Source: an optimization exercise on an open RTL-to-GDS flow (aim: small area). Production flows keep margins and buffers that such runs may drop.
The RTL was checked by simulation tests, not by an equivalence proof against the original design.

==> 02-06: inputs <==
Design fb_speed, start of the top module:
module fb_speed (
    input  wire        clk,
    input  wire        rst,             
    input  wire        edge_valid,
    input  wire [35:0] edge_t,          
    input  wire [35:0] edge_p,          
    input  wire        edge_neg,        
    input  wire        edge_new_run,    
    input  wire        ring_clear,      
    input  wire        rel_valid,
    output wire        rel_ready,
    input  wire [35:0] rel_s,           
    input  wire [3:0]  cfg_match,       
    input  wire [35:0] cfg_win,         
    input  wire [35:0] cfg_tmax,        
    output reg         done,
    output wire [35:0] speed,
    output reg         speed_valid,
    output reg         standstill,
    output wire [35:0] span
);
export LEC_CHECK = 0
export ABC_AREA = 1
export CAP_MARGIN = 20
export CORE_MARGIN = 2
export CORE_UTILIZATION = 60
export CTS_BUF_LIST = sky130_fd_sc_hd__clkbuf_8
export SLEW_MARGIN = 20
export SYNTH_MEMORY_MAX_BITS = 16384
create_clock -name core_clock -period 20.0 [get_ports {clk}]
run.sh (not shown) runs the stock make flow with config.mk's settings and CLKGATE_MAP_FILE= SYNTH_SCRIPT=/design/flow/synth_recipe.tcl, a recipe that flattens the netlist after the stock synthesis.
==> 02-21: changes against 02-06 <==
--- a/flow/design.v
+++ b/flow/design.v
@@ -96,29 +96,49 @@
     reg  [35:0] K, Q, R, S;
     reg         ux;
     reg  [6:0]  n_rel;
     reg  [5:0]  a_sel, o, sc;
     reg  [2:0]  m_ph;
-    reg         cw_ok, cx_ok, neg, dz, dsel_s, ovf;
+    reg         cw_ok, cx_ok, neg, dsel_s, ovf, satf;
     assign speed = K;
     assign span  = S;
     wire scan = (state == S_SCAN);
     wire mul  = (state == S_MUL);
     wire fin  = (state == S_FIN);
     wire div2 = (state == S_DIV2);
+    wire rot  = (state == S_ROT);
     wire [35:0] bv = scan ? port[sc[5:3]] :
-                     mul  ? K0N :
+                     chk  ? T :
+                     mul  ? ~(36'd1953125 - 36'd1) :
                      fin  ? 36'hF_FFFF_FFFF :
                      (div2 && dsel_s) ? S : R;
-    wire        cin = scan || chk || fin || (div2 && dsel_s);
-    wire [37:0] sum = {1'b0, ux, K} + {1'b0, 1'b1, ~bv} + {37'd0, cin};
-    wire        cy  = sum[37];          
-    wire [35:0] df  = sum[35:0];
-    wire [35:0] thr   = cfg_tmax ^ {36{chk}};
-    wire        c_win = (df <= cfg_win);
-    wire        c_thr = (df <= thr);
-    assign stand_now = (n_rel == 7'd0) || ((|df) && c_thr);
+    wire [36:0] aa = {ux, K};
+    wire [36:0] nb = {1'b1, ~bv};
+    wire [37:0] cc;
+    wire [36:0] ss;
+    assign cc[0] = 1'b1;
+    genvar gi;
+    generate
+        for (gi = 0; gi < 37; gi = gi + 1) begin : g_add
+            assign ss[gi]   = aa[gi] ^ nb[gi] ^ cc[gi];
+            assign cc[gi+1] = (aa[gi] & nb[gi]) | (aa[gi] & cc[gi]) | (nb[gi] & cc[gi]);
+        end
+    endgenerate
+    wire        cy = cc[37];            
+    wire [35:0] df = ss[35:0];
+    wire [36:0] cw, ct;
+    assign cw[0] = 1'b1;
+    assign ct[0] = 1'b1;
+    generate
+        for (gi = 0; gi < 36; gi = gi + 1) begin : g_cmp
+            assign cw[gi+1] = (cfg_win[gi] & ~df[gi]) | (cfg_win[gi] & cw[gi]) | (~df[gi] & cw[gi]);
+            assign ct[gi+1] = (cfg_tmax[gi] & ~df[gi]) | (cfg_tmax[gi] & ct[gi]) | (~df[gi] & ct[gi]);
+        end
+    endgenerate
+    wire        c_win = cw[36];
+    wire        c_thr = ct[36];
+    assign stand_now = (n_rel == 7'd0) || !c_thr;
     wire [3:0]  mp     = (cfg_match >= 4'd1 && cfg_match <= 4'd8) ? cfg_match : 4'd1;
     wire [2:0]  mp1    = mp[2:0] - 3'd1;
     wire        al     = (sc[2:0] == pp);
     wire        inr    = ({1'b0, o} < n_rel);
     wire        mt     = (m_ph == 3'd0);
@@ -134,24 +154,26 @@
             4'd6: m_init = 3'd3;
             4'd8: m_init = 3'd7;
             default: m_init = 3'd0;
         endcase
     end
+    wire        d1i       = (state == S_D1I);
+    wire        mi        = (state == S_MI);
     wire        fin_first = fin && (o == 6'd36);
     wire        fin_last  = fin && (o == 6'd1);
-    wire        sat       = ovf || (&Q);
-    wire        inj       = Q[35] ^ neg;
-    wire        rnd       = Q[34] ^ neg;
-    wire        q_mul     = a_sel[5];
-    wire        rot       = (state == S_ROT);
-    wire        take      = mul ? q_mul : fin ? (fin_last && inj && rnd) : rot ? 1'b0 : cy;
-    wire [35:0] sel       = take ? df : K;
-    wire        kin       = (state == S_DIV2) ? (o >= 6'd21 ? Q[35] : 1'b0) :
+    wire        inj       = (Q[35] | satf) ^ neg;
+    wire        rnd       = (Q[34] & !satf) ^ neg;
+    wire        take      = mul ? a_sel[5] : fin ? (fin_last && inj && rnd) :
+                            (rot || d1i || mi) ? 1'b0 : cy;
+    wire        keep      = !(d1i || mi);
+    wire [35:0] sel       = take ? df : (keep ? K : 36'd0);
+    wire        kin       = div2 ? (o >= 6'd21 ? Q[35] : 1'b0) :
                             fin_first ? neg :
                             fin_last  ? (inj ^ rnd) :
-                            fin       ? inj : Q[35];
-    wire        ge        = dz || (|Q[35:6]) || (Q[5:0] >= a_sel);
+                            fin       ? inj :
+                            (rot || d1i || mi || mul) ? 1'b0 : Q[35];
+    wire        ge        = (|Q[35:6]) || (Q[5:0] >= a_sel);
     always @(posedge clk) begin
         if (rst) begin
             state       <= S_IDLE;
             done        <= 1'b0;
             speed_valid <= 1'b0;
@@ -159,33 +181,32 @@
         end else begin
             done <= 1'b0;
             case (state)
                 S_IDLE: begin
                     if (rel_valid) begin
-                        K     <= T_nx;
+                        K     <= rel_s;
                         ux    <= 1'b0;
-                        R     <= rel_s;
                         S     <= 36'd0;
                         n_rel <= run_nx;
                         sc    <= new_e ? aptr - 6'd1 : aptr;
                         neg   <= new_e ? edge_neg : last_neg;
                         state <= S_CHK;
                     end
                 end
                 S_CHK: begin
-                    R      <= ~df;                
-                    dz     <= ~(|df);
+                    K      <= T;                  
+                    R      <= df;                 
                     o      <= 6'd63;
                     m_ph   <= m_init;
                     cw_ok  <= 1'b0;
                     cx_ok  <= 1'b0;
                     if (stand_now || n_rel == 7'd1) begin
                         standstill  <= stand_now;
                         speed_valid <= 1'b0;
                         neg         <= 1'b0;
+                        satf        <= 1'b0;
                         Q           <= 36'd0;
-                        ovf         <= 1'b0;
                         o           <= 6'd36;
                         state       <= S_FIN;
                     end else begin
                         standstill  <= 1'b0;
                         speed_valid <= 1'b1;
@@ -204,44 +225,36 @@
                         o    <= o - 6'd1;
                         sc   <= sc - 6'd1;
                         if (o == 6'd1) state <= S_D1I;
                     end
                 end
-                S_D1I: begin
-                    Q  <= S;
-                    K  <= 36'd0;
-                    ux <= 1'b0;
-                    o  <= 6'd37;
-                    state <= dz ? S_MI : S_DIV1;
-                end
-                S_MI: begin
-                    dsel_s <= ge;
-                    if (!ge) a_sel <= 6'd1;
-                    K  <= 36'd0;
-                    ux <= 1'b0;
-                    Q  <= 36'd0;
-                    o  <= 6'd6;
-                    state <= S_MUL;
-                end
-                S_DIV1, S_MUL, S_ROT, S_DIV2, S_FIN: begin
+                default: begin
                     {ux, K} <= {sel, kin};
-                    if (rot)            Q <= {Q[34:0], K[35]};
-                    else if (fin_first) Q <= sat ? 36'hF_FFFF_FFFE : Q;
-                    else if (!mul)      Q <= {Q[34:0], cy};
+                    if (d1i)                Q <= S;
+                    else if (rot)           Q <= {Q[34:0], K[35]};
+                    else if (div2 || (state == S_DIV1) || (fin && !fin_first))
+                                            Q <= {Q[34:0], cy};
                     if (mul) a_sel <= {a_sel[4:0], 1'b0};
+                    if (mi) begin
+                        dsel_s <= ge;
+                        if (!ge) a_sel <= 6'd1;
+                    end
                     if (div2 && o <= 6'd20 && Q[35]) ovf <= 1'b1;
                     o <= o - 6'd1;
-                    if (o == 6'd1) begin
-                        case (state)
-                            S_DIV1: state <= S_MI;
-                            S_MUL:  begin state <= S_ROT;  o <= 6'd36; end
-                            S_ROT:  begin state <= S_DIV2; o <= 6'd56; ovf <= 1'b0; end
-                            S_DIV2: begin state <= S_FIN;  o <= 6'd36; end
-                            default: begin state <= S_IDLE; done <= 1'b1; end
-                        endcase
-                    end
-                end
-                default: state <= S_IDLE;
+                    case (state)
+                        S_D1I:  begin state <= S_DIV1; o <= 6'd37; end
+                        S_MI:   begin state <= S_MUL;  o <= 6'd6;  end
+                        default: if (o == 6'd1) begin
+                            case (state)
+                                S_DIV1: state <= S_MI;
+                                S_MUL:  begin state <= S_ROT;  o <= 6'd36; end
+                                S_ROT:  begin state <= S_DIV2; o <= 6'd56; ovf <= 1'b0; end
+                                S_DIV2: begin state <= S_FIN;  o <= 6'd36; satf <= ovf || Q[35] || (&{Q[34:0], cy}); end
+                                default: begin state <= S_IDLE; done <= 1'b1; end
+                            endcase
+                        end
+                    endcase
+                end
             endcase
         end
     end
 endmodule
==> flow/flow/run.sh (new file) <==
#!/bin/bash
# Standard layout with two changes: the port buffers are the smallest
# buffer cell, and clock tree synthesis clusters more sinks per leaf buffer
# and adds no dummy loads.
bash standard.sh \
  "BUFFER_PORTS_ARGS=-buffer_cell sky130_fd_sc_hd__buf_1" \
  "CTS_ARGS=-sink_clustering_enable -repair_clock_nets -dont_use_dummy_load -sink_clustering_size 30 -sink_clustering_max_diameter 70" \
  finish > standard.log 2>&1
==> flow/standard.sh (new file) <==
#!/bin/bash
# synth_recipe.tcl (not shown) runs the flow's synth.tcl, then flattens the netlist and writes it again
# the make line also repeats each setting of config.mk as NAME=value (left out here)
make -C /OpenROAD-flow-scripts/flow DESIGN_CONFIG=/design/flow/config.mk WORK_HOME=/design/flow/orfs CLKGATE_MAP_FILE= SYNTH_SCRIPT=/design/flow/synth_recipe.tcl "${@:-finish}"
ABC_AREA = unset   (was 1)
CTS_BUF_LIST = unset   (was sky130_fd_sc_hd__clkbuf_8)
removed: flow/run.sh
==> 04-28: changes against 02-06 <==
ABC_AREA = unset   (was 1)
CORE_UTILIZATION = 40   (was 60)
CTS_BUF_LIST = unset   (was sky130_fd_sc_hd__clkbuf_8)
==> 06-15: changes against 02-06 <==
CTS_BUF_LIST = sky130_fd_sc_hd__clkbuf_4   (was sky130_fd_sc_hd__clkbuf_8)
==> qor summary <==
|  | 04-28 | 02-06 | 06-15 | 02-21 |
|---|---|---|---|---|
| Number of buffers and inverters on the critical path | 5 | 6 | 7 | 5 |
| Portion of synthesized cell area occupied by the leading cell type | 67.7% | 67.5% | 67.5% | 69.7% |
| Xor and xnor area share after synthesis | 1.01% | 0.921% | 0.921% | 0.406% |
| Die Area | 178000 µm² | 120000 µm² | 120000 µm² | 114000 µm² |
| Filler cell count | 15200 | 8294 | 8550 | 8283 |
| Result of the run | timing/DRC/antenna clean | timing/DRC/antenna clean | timing/DRC/antenna clean | timing/DRC/antenna clean |
| Overall die height | 422 µm | 346 µm | 346 µm | 338 µm |
| Worst reg-to-reg setup slack | 10450 ps | 11300 ps | 11280 ps | 920 ps |
| Maximum clock frequency | 105 MHz | 115 MHz | 115 MHz | 52.4 MHz |
| Hold-critical path endpoint | g_loop[0].lv[281]$_DFF_P_ | g_loop[1].lv[281]$_DFF_P_ | g_loop[5].lv[71]$_DFF_P_ | g_loop[5].lv[72]$_DFF_P_ |
| Via count of the first global-routing pass | 38500 | 42200 | 43900 | 32600 |
| Fin Clk Skew | 54.6 ps | 76.5 ps | 111 ps | 85.3 ps |
| Combined area of the multi-input logic cells | 15200 µm² | 13800 µm² | 13800 µm² | 11900 µm² |
| Worst reg-to-reg path cell count | 26 | 29 | 33 | 52 |
| Library cell appearing most often on the critical path | - | sky130_fd_sc_hd__nand2_1 | sky130_fd_sc_hd__nand2_1 | sky130_fd_sc_hd__fa_1 |
| Largest driver fanout on the critical path | 36 | 36 | 36 | 18 |
| Clk buf depth | 3 | 4 | 4 | 3 |
| Fraction of final layout cells with drive strength greater than 1 | 9.72% | 10.0% | 15.5% | 5.34% |

## afterwards: timing with drivers on the ports
How much do the figures lean on ideal ports? The routed layouts below were timed once more, with nothing changed but the port constraints.
Step 1 sets driving cells, clkbuf_16 on the clock port and buf_2 on the other inputs (assumed; they add their load-dependent delay and slew).
Step 2 also shifts input and output timing later by t, the mid clock arrival at the registers, as if the neighbouring blocks saw the same clock.
a / b / c = ideal ports / drivers / drivers and shift; a / b = the first two.
run	t (ns)	slack for setup (ns)	worst setup path after step 2	worst slew at a driven data input, ns	pins driven straight from the clock port
02-06	1.055	11.297 / 11.297 / 11.297	register to register	0.08	1
02-21	0.748	0.924 / 0.924 / 0.924	register to register	0.08	1
04-28	0.889	10.454 / 10.454 / 10.454	register to register	0.17	1
06-15	1.293	11.281 / 11.281 / 11.281	register to register	0.07	1
After both steps setup and hold are still met in every run listed.
